This design comes from an exercise in tuning for small area, a short achievable clock period and few clock cycles per item on the open sky130 flow, not from production work.
At most, simulation tests tie the RTL to the original design; equivalence was not proved.

the previous run:
Design xts_line_engine, start of the top module:
module xts_line_engine (
    input  wire         clk,
    input  wire         rst,
    input  wire         in_valid,
    output wire         in_ready,
    input  wire         in_decrypt,
    input  wire [255:0] in_key1,
    input  wire [255:0] in_key2,
    input  wire [39:0]  in_line,
    input  wire [47:0]  in_gen,
    input  wire [511:0] in_data,
    output wire         out_valid,
    input  wire         out_ready,
    output wire [511:0] out_data
);
    function automatic [127:0] bswap128(input [127:0] x);
        integer b;
        begin
            for (b = 0; b < 16; b = b + 1)
                bswap128[8*b +: 8] = x[8*(15-b) +: 8];
        end
    endfunction
    function automatic [255:0] bswap256(input [255:0] x);
        integer b;
        begin
            for (b = 0; b < 32; b = b + 1)
                bswap256[8*b +: 8] = x[8*(31-b) +: 8];
        end
    endfunction
    function automatic [127:0] mul_a(input [127:0] t);
        mul_a = {t[126:0], 1'b0} ^ {120'h0, (t[127] ? 8'h87 : 8'h00)};
    endfunction
    function automatic [127:0] mul_ainv(input [127:0] u);
        reg [127:0] v;
        begin
            v = u ^ {120'h0, (u[0] ? 8'h87 : 8'h00)};
            mul_ainv = {u[0], v[127:1]};
        end
    endfunction
    function automatic [7:0] rcon_of(input [3:0] i);
        rcon_of = i[0] ? 8'h00 : (8'h01 << i[3:1]);
    endfunction
    reg  [4:0]   dcnt;       
    reg  [4:0]   tcnt;       
    reg          has_n;      
    reg          t_done;     
    reg          d_valid;    
    reg          out_full;   
    reg          sw1;        
    reg          wr1;        
    reg          ld1;        
    reg          in_rdy;
    reg          n_dec;      
    reg          d_dec;      
    reg          go;         
    reg          en;         
    reg          ldsel;      
    reg          dec1;       
    reg          last2;      
    reg          en_b, ldsel_b, dec1_b, last2_b, dec2_b;
    reg  [511:0] buffer;     
    reg  [511:0] obuf;       
    reg  [255:0] k1c;        
    reg  [255:0] k1n;        
    reg  [255:0] k2;         
    reg  [127:0] tc;         
    reg  [127:0] tr2;        
    reg  [287:0] tr1;        
    reg  [71:0]  ks1;        
    reg  [3:0]   ks_i;
    reg  [71:0]  kc1;        
    reg  [3:0]   kc_i;
  ...
export LEC_CHECK = 0
export CAP_MARGIN = 30
export CORE_MARGIN = 2
export CORE_UTILIZATION = 45
export PLACE_DENSITY = 0.6
export SLEW_MARGIN = 30
export TNS_END_PERCENT = 0
create_clock -name core_clock -period 10.0 [get_ports {clk}]
standard.sh (not shown) runs the stock make flow with config.mk's settings and CLKGATE_MAP_FILE= SYNTH_SCRIPT=/design/flow/synth_recipe.tcl, a recipe that flattens the netlist after the stock synthesis.
==> flow/flow/run.sh <==
#!/bin/bash
# Layout flow: the standard flow (standard.sh), with the standard
# synthesis run first and unchanged, then the layout steps with:
#  - the port buffers (every input and output still gets one) made from
#    sky130_fd_sc_hd__buf_2 instead of the default choice.
# Each make run's output goes to its own log file here.
set -euo pipefail
MARGIN=$(cat flow/setup_margin.txt)
bash standard.sh synth > synth.log 2>&1
bash standard.sh SETUP_SLACK_MARGIN=$MARGIN "BUFFER_PORTS_ARGS=-buffer_cell sky130_fd_sc_hd__buf_2" finish > layout.log 2>&1
==> flow/flow/setup_margin.txt <==
6.0
Testbench counts of the previous run, summed over its fixed seeds: cycles 7,664, lines 256.
--- input diff the previous run..the current run ---
--- a/flow/design.v
+++ b/flow/design.v
@@ -298,21 +298,22 @@
         for (i = 0; i < 16; i = i + 1) begin : g
             sbox_top u (.a(x[8*i +: 8]), .p(mid[18*i +: 18]));
         end
     endgenerate
 endmodule
 module eround_s2 (
     input  wire [287:0] mid,
     input  wire         last,
     input  wire [127:0] k,
+    output wire [127:0] sb,
     output wire [127:0] y
 );
-    wire [127:0] sb, sr, mc;
+    wire [127:0] sr, mc;
     genvar i;
     generate
         for (i = 0; i < 16; i = i + 1) begin : g_sb
             sbox_bot u (.p(mid[18*i +: 18]), .y(sb[8*i +: 8]));
         end
         for (i = 0; i < 16; i = i + 1) begin : g_sr
             assign sr[127-8*i -: 8] = sb[127-8*((i%4) + 4*(((i/4) + (i%4)) % 4)) -: 8];
         end
         for (i = 0; i < 4; i = i + 1) begin : g_mc
@@ -445,20 +446,19 @@
     reg          en_b, ldsel_b, dec1_b, last2_b, dec2_b;
     reg  [511:0] buffer;     
     reg  [511:0] obuf;       
     reg  [255:0] k1c;        
     reg  [255:0] k1n;        
     reg  [255:0] k2;         
     reg  [127:0] tc;         
     reg  [127:0] tr2;        
     reg  [287:0] tr1;        
-    reg  [71:0]  ks1;        
-    reg  [3:0]   ks_i;
+    reg  [3:0]   ks_i;       
     reg  [71:0]  kc1;        
     reg  [3:0]   kc_i;
     reg  [127:0] rk0;        
     assign in_ready  = in_rdy;
     assign out_valid = out_full;
     assign out_data  = obuf;
     wire acc  = in_valid & in_rdy;
     wire take = out_full & out_ready;
     wire d0   = (dcnt == 5'd0);
@@ -521,47 +521,46 @@
             if (acc)
                 tcnt <= 5'd1;
             else if (tact)
                 tcnt <= tcnt + 5'd1;
         end
     end
     wire [127:0] tweak_in = bswap128({40'h0, in_gen, in_line});
     wire [255:0] key1_in  = bswap256(in_key1);
     wire [255:0] key2_in  = bswap256(in_key2);
+    wire [3:0]   ks_idx = tcnt[4:1];
+    wire         ks_rot = ~ks_idx[0];
+    wire [31:0]  k2_w   = ks_rot ? {k2[23:0], k2[31:24]} : k2[31:0];
+    wire [31:0]  k1n_w  = ks_rot ? {k1n[23:0], k1n[31:24]} : k1n[31:0];
+    wire [127:0] te_x   = in_rdy  ? (tweak_in ^ key2_in[255:128]) :
+                          tcnt[0] ? {tr2[127:64], k1n_w, k2_w} : tr2;
     wire [287:0] te_mid;
-    wire [127:0] te_y;
-    eround_s1 u_te1 (.x(in_rdy ? (tweak_in ^ key2_in[255:128]) : tr2), .mid(te_mid));
-    eround_s2 u_te2 (.mid(tr1), .last(tcnt == 5'd27), .k(k2[127:0]), .y(te_y));
-    wire [71:0]  ks_p;
-    wire [31:0]  ks_s;
+    wire [127:0] te_sb, te_y;
+    eround_s1 u_te1 (.x(te_x), .mid(te_mid));
+    eround_s2 u_te2 (.mid(tr1), .last(tcnt == 5'd27), .k(k2[127:0]), .sb(te_sb), .y(te_y));
     wire [255:0] k2_next, k1n_next;
-    wire [3:0]   ks_idx = in_rdy ? 4'd0 : tcnt[4:1];
-    key_step_a    u_ksa (.k(in_rdy ? key2_in : (tcnt[0] ? k1n : k2)), .inv(1'b0),
-                         .rot(in_rdy | ~ks_idx[0]), .p(ks_p));
-    key_step_sub  u_kss (.p(ks1), .s(ks_s));
-    key_step_next u_kn2 (.k(k2),  .s(ks_s), .inv(1'b0), .rcon(rcon_of(ks_i)), .kn(k2_next));
-    key_step_next u_kn1 (.k(k1n), .s(ks_s), .inv(1'b0), .rcon(rcon_of(ks_i)), .kn(k1n_next));
+    key_step_next u_kn2 (.k(k2),  .s(te_sb[31:0]),  .inv(1'b0), .rcon(rcon_of(ks_i)), .kn(k2_next));
+    key_step_next u_kn1 (.k(k1n), .s(te_sb[63:32]), .inv(1'b0), .rcon(rcon_of(ks_i)), .kn(k1n_next));
     wire [127:0] tn = bswap128(tr2);
     always @(posedge clk) begin
         tr1  <= te_mid;
-        ks1  <= ks_p;
         ks_i <= ks_idx;
         if (tact & tcnt[0])
             tr2 <= te_y;
         else if (go)
             tr2 <= bswap128(mul_a(tn));
         if (in_rdy) begin
             k2  <= key2_in;
             k1n <= key1_in;
         end else begin
-            if (tact & tcnt[0] & (tcnt != 5'd27))
+            if (tact & ~tcnt[0])
                 k2 <= k2_next;
-            if (tact & ~tcnt[0] & (tcnt != 5'd0) & n_dec)
+            if (tact & ~tcnt[0] & n_dec)
                 k1n <= k1n_next;
         end
     end
     wire [127:0] k1c_hi = k1c[255:128];
     wire [127:0] k1c_hi_imc;
     genvar c;
     generate
         for (c = 0; c < 4; c = c + 1) begin : g_kimc
             aes_inv_mixcol u (.a(k1c_hi[127-32*c -: 32]), .y(k1c_hi_imc[127-32*c -: 32]));
Findings:
- Of the current run and the previous run, it is the current run that has the higher worst reg2reg path depth.
- Synthesized cell count shrinks slightly when moving from the previous run to the current run.
- When the current run is measured against the previous run, its post-layout minimum cycle time turns out 160 ps lower.
- Headroom to the max-slew limit improves in the current run relative to the previous run.
- Compared with the previous run, the current run shows worst slack at placement higher by 84 ps.
- Fmax | the current run vs the previous run | the current run faster
Function not checked in the current run: the RTL went through the layout flow alone.

separate check: timing with driven ports:
The flow's constraints put no driver on any port. The routed layouts listed below were extracted and timed again, unchanged, in two steps.
Step 1 (the two cells are an assumption about what drives the block):
set clk [get_ports {clk}]
set_driving_cell -lib_cell sky130_fd_sc_hd__clkbuf_16 $clk
set_driving_cell -lib_cell sky130_fd_sc_hd__buf_2 [delete_from_list [all_inputs] $clk]
Step 2 times the ports against the registers' clock, not the clock port: input delays grow and output delays shrink by t, the midpoint of the rising clock arrivals with the driver on.
Three values: no drivers, after step 1, after step 2; two values: the first two.
run | t, ns | setup WS [ns] | worst setup path at the end | worst data-port slew with drivers (ns) | pins driven straight from the clock port
the previous run | 1.204 | 5.284 / 5.203 / 4.159 | input to register | 0.30 | 1
the current run | 1.188 | 5.441 / 5.396 / 4.516 | input to register | 0.36 | 1
After both steps setup and hold are still met in every run listed. For the previous run, which loses most, drivers alone change the setup slack by -0.081 ns; drivers and shift together by -1.125 ns.
